From an optimization exercise on the open Yosys and OpenROAD flow, aimed at small area, a short achievable clock period and few clock cycles; shortcuts taken in it are not production practice.
In this exercise RTL edits were held to simulation tests only and were not proved equivalent to the original.
Power and IR drop assume default switching activity.

v33:
## sh_real32
module sh_real32 (
    input  wire        clk,
    input  wire        rst,
    input  wire        in_valid,
    output wire        in_ready,
    input  wire [3:0]  in_op,
    input  wire [3:0]  in_cond,
    input  wire [31:0] in_a,
    input  wire [31:0] in_b,
    input  wire [31:0] in_c,
    output reg         out_valid,
    output reg  [31:0] out_result,
    output reg         out_inv,
    output reg         out_dz
);
Size: ~9,100 cells after synthesis, about 140 I/O pins, about 0.081 mm^2 of cells after synthesis.
Settings: LEC_CHECK=0, CAP_MARGIN=20, CORE_MARGIN=2, CORE_UTILIZATION=60, SLEW_MARGIN=20; clock period 18.0 ns.
standard.sh (not shown) runs the stock make flow with config.mk's settings and CLKGATE_MAP_FILE= SYNTH_SCRIPT=/design/flow/synth_recipe.tcl, a recipe that flattens the netlist after the stock synthesis.
==> flow/flow/run.sh <==
#!/bin/bash
# Standard layout (the standard.sh: standard synthesis, floorplan, place,
# CTS, route, finish) with two changes to how it is made:
#  - timing repair aims at a setup margin, so that it also shortens paths
#    that already meet the clock period;
#  - the port buffers are buf_4 cells rather than the default delay buffers.
set -euo pipefail
export SETUP_SLACK_MARGIN=${MARGIN:-13}
export BUFFER_PORTS_ARGS="-buffer_cell sky130_fd_sc_hd__buf_4"
bash standard.sh > standard_make.log 2>&1
Testbench counts of v33, summed over its fixed seeds: cycles 34,516.
Inputs modified between v33 and v7:
--- a/flow/design.v
+++ b/flow/design.v
@@ -382,38 +382,39 @@
     wire signed [9:0] dv_exp  = dv_pre ? dv_exp1 : dv_exp0;
     wire        sq_odd  = ~ea[0];
     wire signed [9:0] sq_exp = ((($signed({2'b00, ea}) - 10'sd127) - (sq_odd ? 10'sd1 : 10'sd0)) >>> 1)
                              + 10'sd127;
     wire [1:0]  sq_top  = sq_odd ? {1'b1, fa[22]} : 2'b01;
     wire [23:0] sq_rest = sq_odd ? {fa[21:0], 2'b00} : {fa, 1'b0};
     wire        u0_busy, u1_busy, u0_rnd, u1_rnd, u0_busy_nx, u1_busy_nx;
     wire is_sq   = (op_r == OP_FSQRT);
-    wire start0  = v1 && it1 && !u0_busy;
-    wire start1  = v1 && it1 && u0_busy && !u1_busy;
+    wire start1  = v1 && it1 && !is_sq && !u1_busy;
+    wire start0  = v1 && it1 && !u0_busy && (is_sq || u1_busy);
     wire s1_go   = v1 && !go_it && !blocked;
     wire v1_nx   = (in_valid & ~blocked) | blocked;
     wire it1_nx  = blocked ? it1 : it_in;
-    assign blocked_nx = v1_nx && it1_nx && u0_busy_nx && u1_busy_nx;
+    wire sq_nx   = blocked ? is_sq : (in_op == OP_FSQRT);
+    assign blocked_nx = v1_nx && it1_nx && u0_busy_nx && (sq_nx || u1_busy_nx);
     wire        st_sign = is_sq ? 1'b0 : s_xor;
     wire [9:0]  st_exp  = is_sq ? sq_exp : dv_exp;
     wire [25:0] st_rem  = is_sq ? {24'd0, sq_top - 2'b01} : {1'b0, dv_r1};
     wire [23:0] st_dr   = is_sq ? sq_rest : mb;
     wire [25:0] dv_3d   = {2'b00, mb} + {1'b0, mb, 1'b0};
     wire [25:0] st_t3   = is_sq ? 26'd4 : dv_3d;
     wire        u0_sign, u1_sign;
     wire [9:0]  u0_exp, u1_exp;
     wire [24:0] u0_q, u1_q;
     wire        u0_st, u1_st;
     fp_divsqrt_unit #(.ITER_N(ITER_N)) u_it0 (
         .clk(clk), .rst(rst), .start(start0), .sqrt(is_sq), .sign(st_sign),
         .exp(st_exp), .rem(st_rem), .dr(st_dr), .t3(st_t3), .busy(u0_busy), .rnd(u0_rnd), .busy_nx(u0_busy_nx),
         .q_sign(u0_sign), .q_exp(u0_exp), .q(u0_q), .q_st(u0_st)
     );
-    fp_divsqrt_unit #(.ITER_N(ITER_N)) u_it1 (
+    fp_divsqrt_unit #(.ITER_N(ITER_N), .SQRT(0)) u_it1 (
         .clk(clk), .rst(rst), .start(start1), .sqrt(is_sq), .sign(st_sign),
         .exp(st_exp), .rem(st_rem), .dr(st_dr), .t3(st_t3), .busy(u1_busy), .rnd(u1_rnd), .busy_nx(u1_busy_nx),
         .q_sign(u1_sign), .q_exp(u1_exp), .q(u1_q), .q_st(u1_st)
     );
     wire        ur_sign = u1_rnd ? u1_sign : u0_sign;
     wire [9:0]  ur_exp  = u1_rnd ? u1_exp : u0_exp;
     wire [24:0] ur_q    = u1_rnd ? u1_q : u0_q;
     wire        ur_st   = u1_rnd ? u1_st : u0_st;
@@ -529,17 +530,18 @@
             out_inv    <= 1'b0;
             out_dz     <= 1'b0;
         end else begin
             {out_inv, out_dz, out_result} <= dl_d[34*DL_N-1 -: 34];
         end
     end
 endmodule
 module fp_divsqrt_unit #(
-    parameter integer ITER_N = 12
+    parameter integer ITER_N = 12,
+    parameter integer SQRT   = 1       
 ) (
     input  wire        clk,
     input  wire        rst,
     input  wire        start,
     input  wire        sqrt,
     input  wire        sign,
     input  wire [9:0]  exp,
     input  wire [25:0] rem,
@@ -588,17 +590,17 @@
         else if (fin)
             act <= 1'b0;
         if (rst)
             rnd_r <= 1'b0;
         else
             rnd_r <= busy && (cnt == 4'd1);
         if (start) begin
             cnt     <= ITER_N[3:0];
-            is_sqrt <= sqrt;
+            is_sqrt <= (SQRT != 0) && sqrt;
             q_sign  <= sign;
             q_exp   <= exp;
         end else if (busy)
             cnt <= cnt - 4'd1;
         q  <= start ? 25'd1 : {q[22:0], dig};
         r  <= start ? rem : r_nx;
         d  <= start ? dr : (is_sqrt ? {d[19:0], 4'd0} : d);
         k3 <= start ? t3 : (is_sqrt ? k3_nx : k3);
Findings:
- v7 ends up with a cell count that is about 2% lower than in v33.
- v33 -> v7: area of all sequential standard cells flat
- v7 -> v33: insertion delay to the later sink of the worst-skew pair flat
- Compared with v33, standby leakage power in v7 decreased by a few percent.
- For met1 usage in global routing, v7 and v33 come out practically identical.
- Comparing v7 with v33, the total number of clock tree sinks came out essentially unchanged.
- For the power per cell area, v7 came in 1.9% lower than v33 did.
- Delta (v7 minus v33): net switching power went down; number of maximum-capacitance violations saw little to no change.
- | post-synthesis instance area | v7 vs v33 | better |
- The run showing the smaller transition time of the tightest slew-check pin is v33.
- Summary of the comparison: compound-gate portion of the synthesized area is higher in v7, relative to v33.
Testbench counts of v7, summed over its fixed seeds: cycles 35,122.

[static timing again, ports no longer ideal]
Ports are ideal in the flow. The routed layouts listed here were re-timed in OpenROAD.
Step 1 assumes that a clkbuf_16 drives the clock port and a buf_2 every other input.
Step 2, shift: input delay + t, output delay - t, t = (earliest + latest rising clock arrival at the registers) / 2. This alone moves slack from input paths to output paths.
Slacks: no drivers / after step 1 / after step 2; pairs: no drivers / after step 1.
run | t, ns | setup WS [ns] | worst setup path after step 2 | latest minus earliest clock arrival (ns) | cell pins on the clock port's net
v33 | 0.853 | 12.930 / 12.930 / 12.595 | input to register | 0.101 / 0.101 | 1
v7 | 0.858 | 13.048 / 12.957 / 12.217 | input to register | 0.090 / 0.091 | 1
After both steps setup and hold are still met in every run listed. For v7, which loses most, drivers alone change the setup slack by -0.091 ns; drivers and shift together by -0.831 ns.
